This design comes from an exercise in tuning for small area, a short achievable clock period and few clock cycles per item on the open sky130 flow, not from production work. Only simulation tests tie the RTL to the original design; equivalence was not proved.

## aes256_enc
module aes256_enc (
    input  wire         clk,
    input  wire         rst,
    input  wire         in_valid,
    output wire         in_ready,
    input  wire [255:0] in_key,
    input  wire [127:0] in_block,
    output wire         out_valid,
    output wire [127:0] out_block
);
For scale: about 520 I/O pins, about 63,000 um^2 of cells after synthesis.
==> flow/config.mk <==
export PLATFORM = sky130hd
export DESIGN_NAME = aes256_enc
export DESIGN_NICKNAME = aes256_enc
export VERILOG_FILES = /design/flow/design.v
export SDC_FILE = /design/flow/constraint.sdc
export NUM_CORES = 4
export LEC_CHECK = 0
export CAP_MARGIN = 20
export CELL_PAD_IN_SITES_DETAIL_PLACEMENT = 1
export CELL_PAD_IN_SITES_GLOBAL_PLACEMENT = 1
export CORE_MARGIN = 2
export CORE_UTILIZATION = 45
export PLACE_DENSITY = 0.55
export SETUP_SLACK_MARGIN = 5
export SLEW_MARGIN = 20
export SYNTH_HIERARCHICAL = 1
export SYNTH_MINIMUM_KEEP_SIZE = 0
==> flow/constraint.sdc <==
create_clock -name core_clock -period 9.0 [get_ports {clk}]
set_input_delay 1.8000 -clock core_clock [delete_from_list [all_inputs] [get_ports {clk}]]
set_output_delay 1.8000 -clock core_clock [all_outputs]
set_load 0.01 [all_outputs]
standard.sh (not shown) runs the stock make flow with config.mk's settings and CLKGATE_MAP_FILE= SYNTH_SCRIPT=/design/flow/synth_recipe.tcl, a recipe that flattens the netlist after the stock synthesis.
==> flow/flow/run.sh <==
#!/bin/bash
set -euo pipefail
args=""
while IFS= read -r line; do
  [[ -z "$line" || "$line" == \#* ]] && continue
  args="$args '$line'"
done < flow/extra.txt
grep -q 'SETUP_SLACK_MARGIN=' standard.sh || true
sed "s/SETUP_SLACK_MARGIN=[-0-9.]* //; s|\"\${@:-finish}\"|$args \"\${@:-finish}\"|" standard.sh > standard_extra.sh
bash standard_extra.sh > flow.log 2>&1
==> flow/flow/extra.txt <==
SETUP_SLACK_MARGIN=5.4
BUFFER_PORTS_ARGS=-buffer_cell sky130_fd_sc_hd__buf_2
Testbench counts at the start, summed over its fixed seeds: cycles 14,360, blocks 1,024.
Change:
==> flow/flow/extra.txt (replaced) <==
SETUP_SLACK_MARGIN=5.6
BUFFER_PORTS_ARGS=-buffer_cell sky130_fd_sc_hd__buf_2
Clock-buffer cell count stays the same.
Die area stays the same.
Synthesized cell count is unchanged.
Worst setup slack gets better by 0.29 ns.

---

## the baseline
Another version of the RTL of aes256_enc (not shown whole).
Size in the first run: ~1900 flip-flops, about 520 I/O pins, ~110000 um2 of cells after synthesis.
==> flow/design.v (excerpt) <==
module aes256_enc (
    input  wire         clk,
    input  wire         rst,
    input  wire         in_valid,
    output wire         in_ready,
    input  wire [255:0] in_key,
    input  wire [127:0] in_block,
    output wire         out_valid,
    output wire [127:0] out_block
);
==> flow/config.mk <==
export PLATFORM = sky130hd
export DESIGN_NAME = aes256_enc
export DESIGN_NICKNAME = aes256_enc
export VERILOG_FILES = /design/flow/design.v
export SDC_FILE = /design/flow/constraint.sdc
export NUM_CORES = 4
export LEC_CHECK = 0
export CAP_MARGIN = 20
export CELL_PAD_IN_SITES_DETAIL_PLACEMENT = 1
export CELL_PAD_IN_SITES_GLOBAL_PLACEMENT = 1
export CORE_MARGIN = 2
export CORE_UTILIZATION = 45
export CTS_BUF_LIST = sky130_fd_sc_hd__clkbuf_8
export PLACE_DENSITY = 0.55
export SETUP_SLACK_MARGIN = 5
export SLEW_MARGIN = 20
export SYNTH_HIERARCHICAL = 1
export SYNTH_MINIMUM_KEEP_SIZE = 0
==> flow/constraint.sdc <==
create_clock -name core_clock -period 9.0 [get_ports {clk}]
set_input_delay 1.8000 -clock core_clock [delete_from_list [all_inputs] [get_ports {clk}]]
set_output_delay 1.8000 -clock core_clock [all_outputs]
set_load 0.01 [all_outputs]
==> flow/flow/extra.txt <==
SETUP_SLACK_MARGIN=5.6
BUFFER_PORTS_ARGS=-buffer_cell sky130_fd_sc_hd__buf_1
Scripts as last shown in full above: flow/flow/run.sh
The baseline went all the way through synthesis, placement and routing and the layout is clean on timing, DRC and antenna.
Testbench counts of the baseline, summed over its fixed seeds: cycles 7,208, blocks 1,024.
What the candidate does differently from the baseline at the input level:
# the baseline
export LEC_CHECK = 0
export CAP_MARGIN = 20
export CELL_PAD_IN_SITES_DETAIL_PLACEMENT = 1
export CELL_PAD_IN_SITES_GLOBAL_PLACEMENT = 1
export CORE_MARGIN = 2
export CORE_UTILIZATION = 45
export CTS_BUF_LIST = sky130_fd_sc_hd__clkbuf_8
export PLACE_DENSITY = 0.55
export SETUP_SLACK_MARGIN = 5
export SLEW_MARGIN = 20
export SYNTH_HIERARCHICAL = 1
export SYNTH_MINIMUM_KEEP_SIZE = 0
create_clock -name core_clock -period 9.0 [get_ports {clk}]
# the candidate
export LEC_CHECK = 0
export CAP_MARGIN = 20
export CELL_PAD_IN_SITES_DETAIL_PLACEMENT = 1
export CELL_PAD_IN_SITES_GLOBAL_PLACEMENT = 1
export CORE_MARGIN = 2
export CORE_UTILIZATION = 45
export CTS_BUF_LIST = sky130_fd_sc_hd__clkbuf_16
export CTS_CLUSTER_DIAMETER = 120
export CTS_CLUSTER_SIZE = 24
export GPL_ROUTABILITY_DRIVEN = 0
export PLACE_DENSITY = 0.55
export SETUP_SLACK_MARGIN = 5
export SLEW_MARGIN = 20
export SYNTH_HIERARCHICAL = 1
export SYNTH_MINIMUM_KEEP_SIZE = 0
create_clock -name core_clock -period 9.0 [get_ports {clk}]
==> flow/flow/extra.txt <==
SETUP_SLACK_MARGIN=5.75
BUFFER_PORTS_ARGS=-buffer_cell sky130_fd_sc_hd__buf_1
Results
- In summary, the candidate completed successfully, with a layout that passed the timing, design-rule and antenna checks.
- For the baseline, the worst setup path startpoint was d_h[167], unlike the candidate, where it was d_h[107].
- For the baseline, the standard cell with the maximum stage delay on the critical path was xor2_1, unlike the candidate, where it was dfxtp_1.
- Per the comparison of the candidate with the baseline, maximum clock insertion buffer count dropped 1.
- Comparing the candidate against the baseline, there is no change at all in number of cells traversed by the worst hold path.

## re-timing with driven ports
The flow's constraints put no driver on any port. The routed layouts listed below were extracted and timed again, unchanged, in two steps. Step 1: set_driving_cell puts a clkbuf_16 on clk and a buf_2 on each other input, an assumption about the parent block. Step 2 also shifts input and output timing later by t, the mid clock arrival at the registers, as if the neighbouring blocks saw the same clock. Three values: ideal, step 1, step 2; two values: the first two.
run	t (ns)	slack for setup (ns)	worst setup path at the end	slew at the worst register clock pin (ns)
the first run of note 1	0.841	5.355 / 5.355 / 5.355	register to register	0.06 / 0.06
the second run of note 1	0.844	5.641 / 5.641 / 5.641	register to register	0.07 / 0.07
the baseline	1.108	5.524 / 5.496 / 5.524	register to register	0.08 / 0.08
the candidate	0.873	5.744 / 5.707 / 5.420	input to register	0.11 / 0.11
After both steps every run listed still meets setup and hold. The setup slack of the candidate, which loses most, moves by -0.037 ns with the drivers and by -0.324 ns with both steps.
